Context: an optimization exercise on an open-source flow, tuned for small area and a short achievable clock period. The choices shown serve that exercise and are no tape-out recipe.
RTL that was checked went through simulation tests only; none was proved equivalent to the original.

==> v9 <==
==> flow/design.v (excerpt) <==
module ctr_decoder (
    input  wire        clk,
    input  wire        rst,
    input  wire        in_valid,
    input  wire [63:0] in_container,
    input  wire [35:0] in_addr,
    output wire        out_valid,
    output wire [1:0]  out_outcome,    
    output wire [47:0] out_data,
    output wire        out_poison,
    output wire [63:0] out_container,  
    output wire [6:0]  out_pos0,       
    output wire [6:0]  out_pos1,       
    output wire        out_p,          
    output wire [5:0]  out_s1,         
    output wire [5:0]  out_s3          
);
==> flow/config.mk <==
export PLATFORM = sky130hd
export DESIGN_NAME = ctr_decoder
export DESIGN_NICKNAME = ctr_decoder
export VERILOG_FILES = /design/flow/design.v
export SDC_FILE = /design/flow/constraint.sdc
export NUM_CORES = 4
export LEC_CHECK = 0
export CAP_MARGIN = 20
export CORE_MARGIN = 2
export CORE_UTILIZATION = 40
export SLEW_MARGIN = 20
==> flow/constraint.sdc <==
create_clock -name core_clock -period 18.0 [get_ports {clk}]
set_input_delay 3.6000 -clock core_clock [delete_from_list [all_inputs] [get_ports {clk}]]
set_output_delay 3.6000 -clock core_clock [all_outputs]
set_load 0.01 [all_outputs]
standard.sh (not shown) runs the stock make flow with config.mk's settings and CLKGATE_MAP_FILE= SYNTH_SCRIPT=/design/flow/synth_recipe.tcl, a recipe that flattens the netlist after the stock synthesis.
==> flow/flow/run.sh <==
#!/bin/bash
set -e
cp -r "$FLOW_HOME/scripts" scripts_synth
cp flow/abc_map.script scripts_synth/abc_speed.script
bash standard.sh SCRIPTS_DIR="$PWD/scripts_synth" synth > synth.log 2>&1
bash standard.sh SETUP_SLACK_MARGIN=13 CTS_CLUSTER_SIZE=28 CTS_CLUSTER_DIAMETER=120 "BUFFER_PORTS_ARGS=-buffer_cell sky130_fd_sc_hd__buf_1" finish > standard.log 2>&1
==> flow/flow/abc_map.script <==
&get -n
&st
&dch
&nf
&st
&syn2
&if -g -K 6
&synch2
&nf
&st
&syn2
&if -g -K 6
&synch2
&nf
&st
&dch -f
&nf -R 1000
&put
topo
stime -c
==> v2: changes against v9 <==
==> flow/flow/run.sh (replaced) <==
#!/bin/bash
bash standard.sh SETUP_SLACK_MARGIN=13 finish > standard.log 2>&1
removed: flow/flow/abc_map.script
==> flow_metrics.tcl <==
set metrics [dict create \
    synthTopCellsByArea "dfxtp_1, xnor2_1, nand2_1" \
    synthAdderAreaFrac_pct 2.51 \
    die_w_um 187 \
    grt_pass1_wl_um 60000 \
    required_ns 14.40 \
    critPathLaunch "opos1_3[2]$_DFF_P_" \
    fp.coreArea_um2 33300 \
    clk_latency_ns 0.56 \
    start_util_pct 40.4 \
    buffers 278 \
    cp-end-kind "primary output" \
    status "no timing/DRC/antenna violations" \
    relSlewSlack_pct 35.0 \
]
-- figures above: v2

==> flow_metrics.tcl <==
set metrics [dict create \
    synthAdderAreaFrac_pct 2.74 \
    required_ns 18.36 \
    cp-end-kind "register" \
    yosysTopAreaCellShare_pct 39.7 \
    grt_pass1_wl_um 57200 \
    buffers 294 \
    relSlewSlack_pct 27.9 \
    critPathLaunch "s1_2[5]$_DFF_P_" \
    start_util_pct 40.5 \
    status "no timing/DRC/antenna violations" \
    synthTopCellsByArea "dfxtp_1, xnor2_1, xor2_1" \
]
-- figures above: v9


========
==> 07-23 <==
ctr_decoder again, from the RTL that the note above started with.
// ctr_decoder
module ctr_decoder (
    input  wire        clk,
    input  wire        rst,
    input  wire        in_valid,
    input  wire [63:0] in_container,
    input  wire [35:0] in_addr,
    output wire        out_valid,
    output wire [1:0]  out_outcome,    
    output wire [47:0] out_data,
    output wire        out_poison,
    output wire [63:0] out_container,  
    output wire [6:0]  out_pos0,       
    output wire [6:0]  out_pos1,       
    output wire        out_p,          
    output wire [5:0]  out_s1,         
    output wire [5:0]  out_s3          
);
    function automatic [5:0] gf_mul(input [5:0] a, input [5:0] b);
        integer i;
        reg [6:0] aa;
        reg [5:0] r;
        begin
            aa = {1'b0, a};
            r  = 6'd0;
            for (i = 0; i < 6; i = i + 1) begin
                if (b[i]) r = r ^ aa[5:0];
                aa = aa << 1;
                if (aa[6]) aa = aa ^ 7'h43;
            end
            gf_mul = r;
        end
    endfunction
    localparam [383:0] T_INVCUBE = 384'ha0f148041636e58e765ab0d20d1fa85b3f8f345491ceb20dec323a17a5d638f4bba0e5eb619676ed1cd737a3be679040;
    function automatic [5:0] invcube(input [5:0] a);
        invcube = T_INVCUBE[a * 6 +: 6];
    endfunction
    localparam [383:0] T_GF_LOG = 384'heb9ed456af1dae75b27aef4aa37b25cf55cfbd17e22d9f85e13a5c9b1b49da4d0e42160449bc088cd80368730218103f;
    function automatic [5:0] gf_log(input [5:0] a);
        gf_log = T_GF_LOG[a * 6 +: 6];
    endfunction
    reg v_1;
    reg v_2;
    reg v_3;
    always @(posedge clk) begin
        if (rst) begin
            v_1 <= 1'b0;
            v_2 <= 1'b0;
            v_3 <= 1'b0;
        end else begin
            v_1 <= in_valid;
  ...
clock: 18.0 ns
lec_check: 0
cap_margin: 20
core_margin: 2
core_utilization: 40
slew_margin: 20
==> flow/flow/run.sh <==
#!/bin/bash
set -e
cp -r "$FLOW_HOME/scripts" scripts_synth
cp flow/abc_map.script scripts_synth/abc_speed.script
bash standard.sh SCRIPTS_DIR="$PWD/scripts_synth" synth > synth.log 2>&1
bash standard.sh SETUP_SLACK_MARGIN=13 "BUFFER_PORTS_ARGS=-buffer_cell sky130_fd_sc_hd__buf_1" finish > standard.log 2>&1
==> flow/flow/abc_map.script <==
&get -n
&st
&dch
&nf
&st
&syn2
&if -g -K 6
&synch2
&nf
&st
&syn2
&if -g -K 6
&synch2
&nf
&st
&dch -f
&nf -R 1000
&put
topo
stime -c
==> 04-06: changes against 07-23 <==
==> flow/flow/run.sh (replaced) <==
#!/bin/bash
bash standard.sh SETUP_SLACK_MARGIN=13.3 finish > standard.log 2>&1
removed: flow/flow/abc_map.script
==> 03-27: changes against 07-23 <==
--- a/flow/design.v
+++ b/flow/design.v
@@ -35,10 +35,22 @@
         invcube = T_INVCUBE[a * 6 +: 6];
     endfunction
     localparam [383:0] T_GF_LOG = 384'heb9ed456af1dae75b27aef4aa37b25cf55cfbd17e22d9f85e13a5c9b1b49da4d0e42160449bc088cd80368730218103f;
     function automatic [5:0] gf_log(input [5:0] a);
         gf_log = T_GF_LOG[a * 6 +: 6];
+    endfunction
+    localparam [383:0] T_TAB_A = 384'h9c813584fc9b6490b91d417192528db833b705d89345c02a9c813584fc9b6490b91d417192528db833b705d89345c02a;
+    function automatic [5:0] tab_a(input [5:0] a);
+        tab_a = T_TAB_A[a * 6 +: 6];
+    endfunction
+    localparam [383:0] T_TAB_B = 384'haf06334175922ed33a6bbfa6dacf637a0d281bc7f8be9015af06334175922ed33a6bbfa6dacf637a0d281bc7f8be9015;
+    function automatic [5:0] tab_b(input [5:0] a);
+        tab_b = T_TAB_B[a * 6 +: 6];
+    endfunction
+    localparam [63:0] T_TAB_ALTB = 64'he47ef6dce47ef6dc;
+    function automatic [0:0] tab_altb(input [5:0] a);
+        tab_altb = T_TAB_ALTB[a * 1 +: 1];
     endfunction
     reg v_1;
     reg v_2;
     reg v_3;
     always @(posedge clk) begin
@@ -121,10 +133,11 @@
     wire [5:0] s1_1 = {(((((c_1[35] ^ c_1[5]) ^ xn110_1) ^ (xn97_1 ^ (xn67_1 ^ xn68_1))) ^ (((xn94_1 ^ (c_1[19] ^ c_1[25])) ^ xn100_1) ^ (xn117_1 ^ xn121_1)))), (((xn89_1 ^ (xn78_1 ^ (xn80_1 ^ (c_1[21] ^ c_1[34])))) ^ ((((c_1[40] ^ c_1[42]) ^ (c_1[4] ^ c_1[57])) ^ xn100_1) ^ (xn107_1 ^ xn118_1)))), (((((c_1[41] ^ c_1[62]) ^ xn113_1) ^ ((c_1[6] ^ xn108_1) ^ (xn68_1 ^ xn80_1))) ^ ((((c_1[17] ^ c_1[1]) ^ (c_1[33] ^ c_1[3])) ^ xn104_1) ^ (xn105_1 ^ xn89_1)))), (((xn99_1 ^ (xn76_1 ^ (c_1[50] ^ xn82_1))) ^ ((((c_1[16] ^ c_1[27]) ^ (c_1[32] ^ c_1[38])) ^ xn104_1) ^ (xn106_1 ^ xn98_1)))), (((xn116_1 ^ (xn103_1 ^ xn113_1)) ^ ((xn86_1 ^ (c_1[37] ^ xn73_1)) ^ (((c_1[15] ^ c_1[18]) ^ (c_1[27] ^ c_1[31])) ^ xn106_1)))), (((xn98_1 ^ (xn115_1 ^ (xn79_1 ^ (c_1[28] ^ c_1[29])))) ^ ((((c_1[36] ^ c_1[44]) ^ (c_1[47] ^ c_1[48])) ^ ((c_1[59] ^ c_1[61]) ^ (c_1[62] ^ c_1[9]))) ^ (xn105_1 ^ xn107_1))))};
     wire [5:0] s3_1 = {(((xn89_1 ^ xn99_1) ^ (((c_1[58] ^ c_1[61]) ^ xn96_1) ^ ((c_1[63] ^ xn71_1) ^ (xn75_1 ^ (c_1[1] ^ c_1[53])))))), (((((c_1[63] ^ c_1[8]) ^ (xn92_1 ^ xn95_1)) ^ (((c_1[20] ^ c_1[23]) ^ (c_1[24] ^ c_1[29])) ^ ((c_1[45] ^ c_1[51]) ^ (c_1[55] ^ c_1[56])))) ^ ((xn100_1 ^ xn119_1) ^ (xn98_1 ^ xn99_1)))), ((((xn78_1 ^ xn85_1) ^ (xn86_1 ^ xn106_1)) ^ ((xn107_1 ^ xn120_1) ^ (xn89_1 ^ (c_1[28] ^ xn109_1))))), (((xn121_1 ^ (xn114_1 ^ xn115_1)) ^ ((xn85_1 ^ xn87_1) ^ ((xn70_1 ^ xn90_1) ^ (xn91_1 ^ (c_1[52] ^ c_1[7])))))), ((((xn114_1 ^ xn88_1) ^ ((c_1[54] ^ xn69_1) ^ (xn72_1 ^ (c_1[47] ^ c_1[50])))) ^ ((xn105_1 ^ xn119_1) ^ (xn98_1 ^ xn99_1)))), (((((c_1[6] ^ xn111_1) ^ (xn71_1 ^ xn72_1)) ^ ((xn81_1 ^ xn92_1) ^ xn100_1)) ^ ((xn104_1 ^ xn117_1) ^ (xn118_1 ^ xn89_1))))};
     wire [0:0] p_1 = (((xn120_1 ^ xn89_1) ^ (xn98_1 ^ xn99_1)) ^ (((xn103_1 ^ (xn111_1 ^ (c_1[52] ^ c_1[60]))) ^ (xn100_1 ^ xn104_1)) ^ ((xn105_1 ^ xn106_1) ^ (xn107_1 ^ xn116_1))));
     wire [5:0] u_1 = invcube(s1_1);
     wire [5:0] d_1 = gf_mul(s3_1, u_1);
+    wire [5:0] ls1_1 = gf_log(s1_1);
     reg  [63:0] c_2;
     always @(posedge clk) c_2 <= c_1;
     reg  [0:0] tag_2;
     always @(posedge clk) tag_2 <= tag_1;
     reg  [5:0] s1_2;
@@ -133,20 +146,31 @@
     always @(posedge clk) s3_2 <= s3_1;
     reg  [0:0] p_2;
     always @(posedge clk) p_2 <= p_1;
     reg  [5:0] d_2;
     always @(posedge clk) d_2 <= d_1;
+    reg  [5:0] ls1_2;
+    always @(posedge clk) ls1_2 <= ls1_1;
     wire [0:0] s1z_2 = ~|s1_2;
     wire [0:0] s3z_2 = ~|s3_2;
     wire [0:0] d1_2 = (d_2 == 6'd1);
     wire [0:0] trd_2 = d_2[5];
     wire [5:0] z_2 = {(~d_2[0] ^ d_2[1] ^ d_2[2] ^ d_2[4]), (~d_2[0] ^ d_2[3]), (~d_2[0]), (d_2[1] ^ d_2[2] ^ d_2[3]), (~d_2[0] ^ d_2[1]), (1'b0)};
     wire [5:0] x1_2 = gf_mul(s1_2, z_2);
     wire [5:0] x2_2 = x1_2 ^ s1_2;
-    wire [5:0] lg1_2 = gf_log(x1_2);
-    wire [5:0] lg2_2 = gf_log(x2_2);
-    wire [0:0] lt_2 = (lg1_2 < lg2_2);
+    wire [5:0] ta_2 = tab_a(d_2);
+    wire [5:0] tb_2 = tab_b(d_2);
+    wire [0:0] altb_2 = tab_altb(d_2);
+    wire [6:0] sa_2 = {1'b0, ls1_2} + {1'b0, ta_2};
+    wire [6:0] sa1_2 = {1'b0, ls1_2} + {1'b0, ta_2} + 7'd1;
+    wire [6:0] sb_2 = {1'b0, ls1_2} + {1'b0, tb_2};
+    wire [6:0] sb1_2 = {1'b0, ls1_2} + {1'b0, tb_2} + 7'd1;
+    wire [0:0] wa_2 = sa1_2[6];
+    wire [0:0] wb_2 = sb1_2[6];
+    wire [5:0] lg1_2 = wa_2 ? sa1_2[5:0] : sa_2[5:0];
+    wire [5:0] lg2_2 = wb_2 ? sb1_2[5:0] : sb_2[5:0];
+    wire [0:0] lt_2 = altb_2 ? ~(wb_2 & ~wa_2) : (wa_2 & ~wb_2);
     wire [5:0] mn_2 = lt_2 ? lg1_2 : lg2_2;
     wire [5:0] mx_2 = lt_2 ? lg2_2 : lg1_2;
     wire [62:0] f_2 = {((x1_2 == 6'd33) | (x2_2 == 6'd33)), ((x1_2 == 6'd49) | (x2_2 == 6'd49)), ((x1_2 == 6'd57) | (x2_2 == 6'd57)), ((x1_2 == 6'd61) | (x2_2 == 6'd61)), ((x1_2 == 6'd63) | (x2_2 == 6'd63)), ((x1_2 == 6'd62) | (x2_2 == 6'd62)), ((x1_2 == 6'd31) | (x2_2 == 6'd31)), ((x1_2 == 6'd46) | (x2_2 == 6'd46)), ((x1_2 == 6'd23) | (x2_2 == 6'd23)), ((x1_2 == 6'd42) | (x2_2 == 6'd42)), ((x1_2 == 6'd21) | (x2_2 == 6'd21)), ((x1_2 == 6'd43) | (x2_2 == 6'd43)), ((x1_2 == 6'd52) | (x2_2 == 6'd52)), ((x1_2 == 6'd26) | (x2_2 == 6'd26)), ((x1_2 == 6'd13) | (x2_2 == 6'd13)), ((x1_2 == 6'd39) | (x2_2 == 6'd39)), ((x1_2 == 6'd50) | (x2_2 == 6'd50)), ((x1_2 == 6'd25) | (x2_2 == 6'd25)), ((x1_2 == 6'd45) | (x2_2 == 6'd45)), ((x1_2 == 6'd55) | (x2_2 == 6'd55)), ((x1_2 == 6'd58) | (x2_2 == 6'd58)), ((x1_2 == 6'd29) | (x2_2 == 6'd29)), ((x1_2 == 6'd47) | (x2_2 == 6'd47)), ((x1_2 == 6'd54) | (x2_2 == 6'd54)), ((x1_2 == 6'd27) | (x2_2 == 6'd27)), ((x1_2 == 6'd44) | (x2_2 == 6'd44)), ((x1_2 == 6'd22) | (x2_2 == 6'd22)), ((x1_2 == 6'd11) | (x2_2 == 6'd11)), ((x1_2 == 6'd36) | (x2_2 == 6'd36)), ((x1_2 == 6'd18) | (x2_2 == 6'd18)), ((x1_2 == 6'd9) | (x2_2 == 6'd9)), ((x1_2 == 6'd37) | (x2_2 == 6'd37)), ((x1_2 == 6'd51) | (x2_2 == 6'd51)), ((x1_2 == 6'd56) | (x2_2 == 6'd56)), ((x1_2 == 6'd28) | (x2_2 == 6'd28)), ((x1_2 == 6'd14) | (x2_2 == 6'd14)), ((x1_2 == 6'd7) | (x2_2 == 6'd7)), ((x1_2 == 6'd34) | (x2_2 == 6'd34)), ((x1_2 == 6'd17) | (x2_2 == 6'd17)), ((x1_2 == 6'd41) | (x2_2 == 6'd41)), ((x1_2 == 6'd53) | (x2_2 == 6'd53)), ((x1_2 == 6'd59) | (x2_2 == 6'd59)), ((x1_2 == 6'd60) | (x2_2 == 6'd60)), ((x1_2 == 6'd30) | (x2_2 == 6'd30)), ((x1_2 == 6'd15) | (x2_2 == 6'd15)), ((x1_2 == 6'd38) | (x2_2 == 6'd38)), ((x1_2 == 6'd19) | (x2_2 == 6'd19)), ((x1_2 == 6'd40) | (x2_2 == 6'd40)), ((x1_2 == 6'd20) | (x2_2 == 6'd20)), ((x1_2 == 6'd10) | (x2_2 == 6'd10)), ((x1_2 == 6'd5) | (x2_2 == 6'd5)), ((x1_2 == 6'd35) | (x2_2 == 6'd35)), ((x1_2 == 6'd48) | (x2_2 == 6'd48)), ((x1_2 == 6'd24) | (x2_2 == 6'd24)), ((x1_2 == 6'd12) | (x2_2 == 6'd12)), ((x1_2 == 6'd6) | (x2_2 == 6'd6)), ((x1_2 == 6'd3) | (x2_2 == 6'd3)), ((x1_2 == 6'd32) | (x2_2 == 6'd32)), ((x1_2 == 6'd16) | (x2_2 == 6'd16)), ((x1_2 == 6'd8) | (x2_2 == 6'd8)), ((x1_2 == 6'd4) | (x2_2 == 6'd4)), ((x1_2 == 6'd2) | (x2_2 == 6'd2)), ((x1_2 == 6'd1) | (x2_2 == 6'd1))};
     wire [0:0] clean_2 = s1z_2 & s3z_2 & ~p_2;
     wire [0:0] qonly_2 = s1z_2 & s3z_2 & p_2;
@@ -161,12 +185,12 @@
     wire [0:0] qnew_2 = ~(p_2 ^ c_2[62] ^ c_2[63] ^ c_2[61] ^ c_2[60] ^ tag_2 ^ (^k_2));
     wire [63:0] oc_2 = {(ok_2 & (c_2[63] ^ f_2[61])), (~ok_2 | c_2[62] ^ f_2[60]), (tag_2), (ok_2 ? c_2[60] ^ fq_2 : qnew_2), (c_2[59] ^ (ok_2 ? f_2[11] : k_2[11])), (c_2[58] ^ (ok_2 ? f_2[10] : k_2[10])), (c_2[57] ^ (ok_2 ? f_2[9] : k_2[9])), (c_2[56] ^ (ok_2 ? f_2[8] : k_2[8])), (c_2[55] ^ (ok_2 ? f_2[7] : k_2[7])), (c_2[54] ^ (ok_2 ? f_2[6] : k_2[6])), (c_2[53] ^ (ok_2 ? f_2[5] : k_2[5])), (c_2[52] ^ (ok_2 ? f_2[4] : k_2[4])), (c_2[51] ^ (ok_2 ? f_2[3] : k_2[3])), (c_2[50] ^ (ok_2 ? f_2[2] : k_2[2])), (c_2[49] ^ (ok_2 ? f_2[1] : k_2[1])), (c_2[48] ^ (ok_2 ? f_2[0] : k_2[0])), (c_2[47] ^ (ok_2 & f_2[59])), (c_2[46] ^ (ok_2 & f_2[58])), (c_2[45] ^ (ok_2 & f_2[57])), (c_2[44] ^ (ok_2 & f_2[56])), (c_2[43] ^ (ok_2 & f_2[55])), (c_2[42] ^ (ok_2 & f_2[54])), (c_2[41] ^ (ok_2 & f_2[53])), (c_2[40] ^ (ok_2 & f_2[52])), (c_2[39] ^ (ok_2 & f_2[51])), (c_2[38] ^ (ok_2 & f_2[50])), (c_2[37] ^ (ok_2 & f_2[49])), (c_2[36] ^ (ok_2 & f_2[48])), (c_2[35] ^ (ok_2 & f_2[47])), (c_2[34] ^ (ok_2 & f_2[46])), (c_2[33] ^ (ok_2 & f_2[45])), (c_2[32] ^ (ok_2 & f_2[44])), (c_2[31] ^ (ok_2 & f_2[43])), (c_2[30] ^ (ok_2 & f_2[42])), (c_2[29] ^ (ok_2 & f_2[41])), (c_2[28] ^ (ok_2 & f_2[40])), (c_2[27] ^ (ok_2 & f_2[39])), (c_2[26] ^ (ok_2 & f_2[38])), (c_2[25] ^ (ok_2 & f_2[37])), (c_2[24] ^ (ok_2 & f_2[36])), (c_2[23] ^ (ok_2 & f_2[35])), (c_2[22] ^ (ok_2 & f_2[34])), (c_2[21] ^ (ok_2 & f_2[33])), (c_2[20] ^ (ok_2 & f_2[32])), (c_2[19] ^ (ok_2 & f_2[31])), (c_2[18] ^ (ok_2 & f_2[30])), (c_2[17] ^ (ok_2 & f_2[29])), (c_2[16] ^ (ok_2 & f_2[28])), (c_2[15] ^ (ok_2 & f_2[27])), (c_2[14] ^ (ok_2 & f_2[26])), (c_2[13] ^ (ok_2 & f_2[25])), (c_2[12] ^ (ok_2 & f_2[24])), (c_2[11] ^ (ok_2 & f_2[23])), (c_2[10] ^ (ok_2 & f_2[22])), (c_2[9] ^ (ok_2 & f_2[21])), (c_2[8] ^ (ok_2 & f_2[20])), (c_2[7] ^ (ok_2 & f_2[19])), (c_2[6] ^ (ok_2 & f_2[18])), (c_2[5] ^ (ok_2 & f_2[17])), (c_2[4] ^ (ok_2 & f_2[16])), (c_2[3] ^ (ok_2 & f_2[15])), (c_2[2] ^ (ok_2 & f_2[14])), (c_2[1] ^ (ok_2 & f_2[13])), (c_2[0] ^ (ok_2 & f_2[12]))};
     wire [1:0] ooc_2 = {~ok_2, good_2 & (~clean_2 | addr_2)};
     wire [0:0] none0_2 = ~good_2 | clean_2;
     wire [0:0] none1_2 = ~good_2 | clean_2 | p_2;
-    wire [6:0] opos0_2 = {none0_2, mn_2 | {6{none0_2}}};
-    wire [6:0] opos1_2 = {none1_2, mx_2 | {6{none1_2}}};
+    wire [6:0] opos0_2 = {none0_2, (qonly_2 ? 6'd63 : d1_2 ? lg2_2 : mn_2) | {6{none0_2}}};
+    wire [6:0] opos1_2 = {none1_2, (d1_2 ? 6'd63 : mx_2) | {6{none1_2}}};
     wire [0:0] op_2 = p_2;
     wire [5:0] os1_2 = s1_2;
     wire [5:0] os3_2 = s3_2;
     reg  [63:0] oc_3;
     always @(posedge clk) oc_3 <= oc_2;
==> flow/run.sh (new file) <==
#!/bin/bash
# synth_recipe.tcl (not shown) runs the flow's synth.tcl, then flattens the netlist and writes it again
# the make line also repeats each setting of config.mk as NAME=value (left out here)
make -C /OpenROAD-flow-scripts/flow DESIGN_CONFIG=/design/flow/config.mk WORK_HOME=/design/flow/orfs CLKGATE_MAP_FILE= SYNTH_SCRIPT=/design/flow/synth_recipe.tcl finish
removed: flow/flow/run.sh
removed: flow/flow/abc_map.script
removed: flow/standard.sh
==> 04-04: changes against 07-23 <==
==> flow/flow/run.sh (replaced) <==
#!/bin/bash
# The standard layout (standard synthesis, floorplan, placement, CTS, routing), with:
# - the post-CTS and post-global-route timing repair aiming for a setup slack of 13.3 ns
#   at the design's 18 ns clock, so the resizer works on the design's real critical paths;
bash standard.sh SETUP_SLACK_MARGIN=13.3 "BUFFER_PORTS_ARGS=-buffer_cell sky130_fd_sc_hd__buf_1" finish > standard.log 2>&1
removed: flow/flow/abc_map.script
==> comparison table <==
Run status: 03-27 no timing/DRC/antenna violations; 04-04 no timing/DRC/antenna violations; 07-23 no timing/DRC/antenna violations; 04-06 no timing/DRC/antenna violations
Proportion of cell area occupied by registers: 03-27 0.2882; 04-04 0.3045; 07-23 0.3221; 04-06 0.2851
RR Startpoint: 03-27 d_2[0]; 04-04 s1_2[4]; 07-23 s1_2[4]; 04-06 s1_2[4]
Unique cell type count in the Yosys netlist: 03-27 73; 04-04 81; 07-23 44; 04-06 81
Syn Inst Count: 03-27 1464; 04-04 1417; 07-23 1344; 04-06 1417
Fraction of met2 tracks used by global routing: 03-27 0.3350; 04-04 0.3482; 07-23 0.3733; 04-06 0.3632
Buffering stage count on the worst path with inverters included: 03-27 2; 04-04 6; 07-23 5; 04-06 1
Floorplan core area: 03-27 34630 um2; 04-04 33280 um2; 07-23 30510 um2; 04-06 33280 um2
Die span in x: 03-27 191.6 um; 04-04 187.3 um; 07-23 179.7 um; 04-06 187.3 um
Startpoint of the most critical setup path: 03-27 d_2[0]; 04-04 s1_2[4]; 07-23 s1_2[4]; 04-06 oc_3[29]
Unrepaired setup endpoints after global routing: 03-27 false; 04-04 true; 07-23 true; 04-06 true
Met2 routed WL: 03-27 17.59 mm; 04-04 17.94 mm; 07-23 17.73 mm; 04-06 19.00 mm
Top fanout value on the critical path: 03-27 64; 04-04 7; 07-23 7; 04-06 2
Seq/Total Area, Yosys: 03-27 0.3569; 04-04 0.3650; 07-23 0.3971; 04-06 0.3650
Layout Utilization: 03-27 0.5035; 04-04 0.4867; 07-23 0.5009; 04-06 0.5242
Final period util: 03-27 0.3290; 04-04 0.2636; 07-23 0.2649; 04-06 0.2601
Starting utilization of the core area: 03-27 0.4066; 04-04 0.4037; 07-23 0.4049; 04-06 0.4037
Wire length of the first global-routing pass: 03-27 61.40 mm; 04-04 59.14 mm; 07-23 58.02 mm; 04-06 61.06 mm
Max Used Layer: 03-27 met5; 04-04 met4; 07-23 met4; 04-06 met4
Met3 wire length: 03-27 3.110 mm; 04-04 2.889 mm; 07-23 2.544 mm; 04-06 2.856 mm
Number of inserted diodes: 03-27 0; 04-04 0; 07-23 2; 04-06 0
Post-Synth Simple-Gate Area: 03-27 0.09783; 04-04 0.1118; 07-23 0.1135; 04-06 0.1118
Cell with the largest stage delay on the worst path: 03-27 sky130_fd_sc_hd__dfxtp_1; 04-04 sky130_fd_sc_hd__dfxtp_4; 07-23 sky130_fd_sc_hd__dfxtp_4; 04-06 sky130_fd_sc_hd__dfxtp_1
Function not checked in 03-27: the RTL went through the layout flow alone.

## re-timing with driven ports
Ports are ideal in the flow. The routed layouts listed here were re-timed in OpenROAD. Step 1 assumes that a clkbuf_16 drives the clock port and a buf_2 every other input. Step 2 times the ports against the registers' clock, not the clock port: input delays grow and output delays shrink by t, the midpoint of the rising clock arrivals with the driver on. a / b / c = ideal ports / drivers / drivers and shift; a / b = the first two.
run | t, ns | slack for setup (ns) | pins driven straight from the clock port
v9 | 0.547 | 13.227 / 13.227 / 13.227 | 1
v2 | 0.598 | 13.034 / 12.981 / 12.919 | 1
07-23 | 0.591 | 13.232 / 13.195 / 13.232 | 1
04-06 | 0.590 | 13.318 / 13.267 / 12.898 | 1
03-27 | 0.605 | 12.079 / 12.079 / 12.079 | 1
04-04 | 0.579 | 13.255 / 13.255 / 13.222 | 1
After both steps every run listed still meets setup and hold. The setup slack of 04-06, which loses most, moves by -0.051 ns with the drivers and by -0.420 ns with both steps.
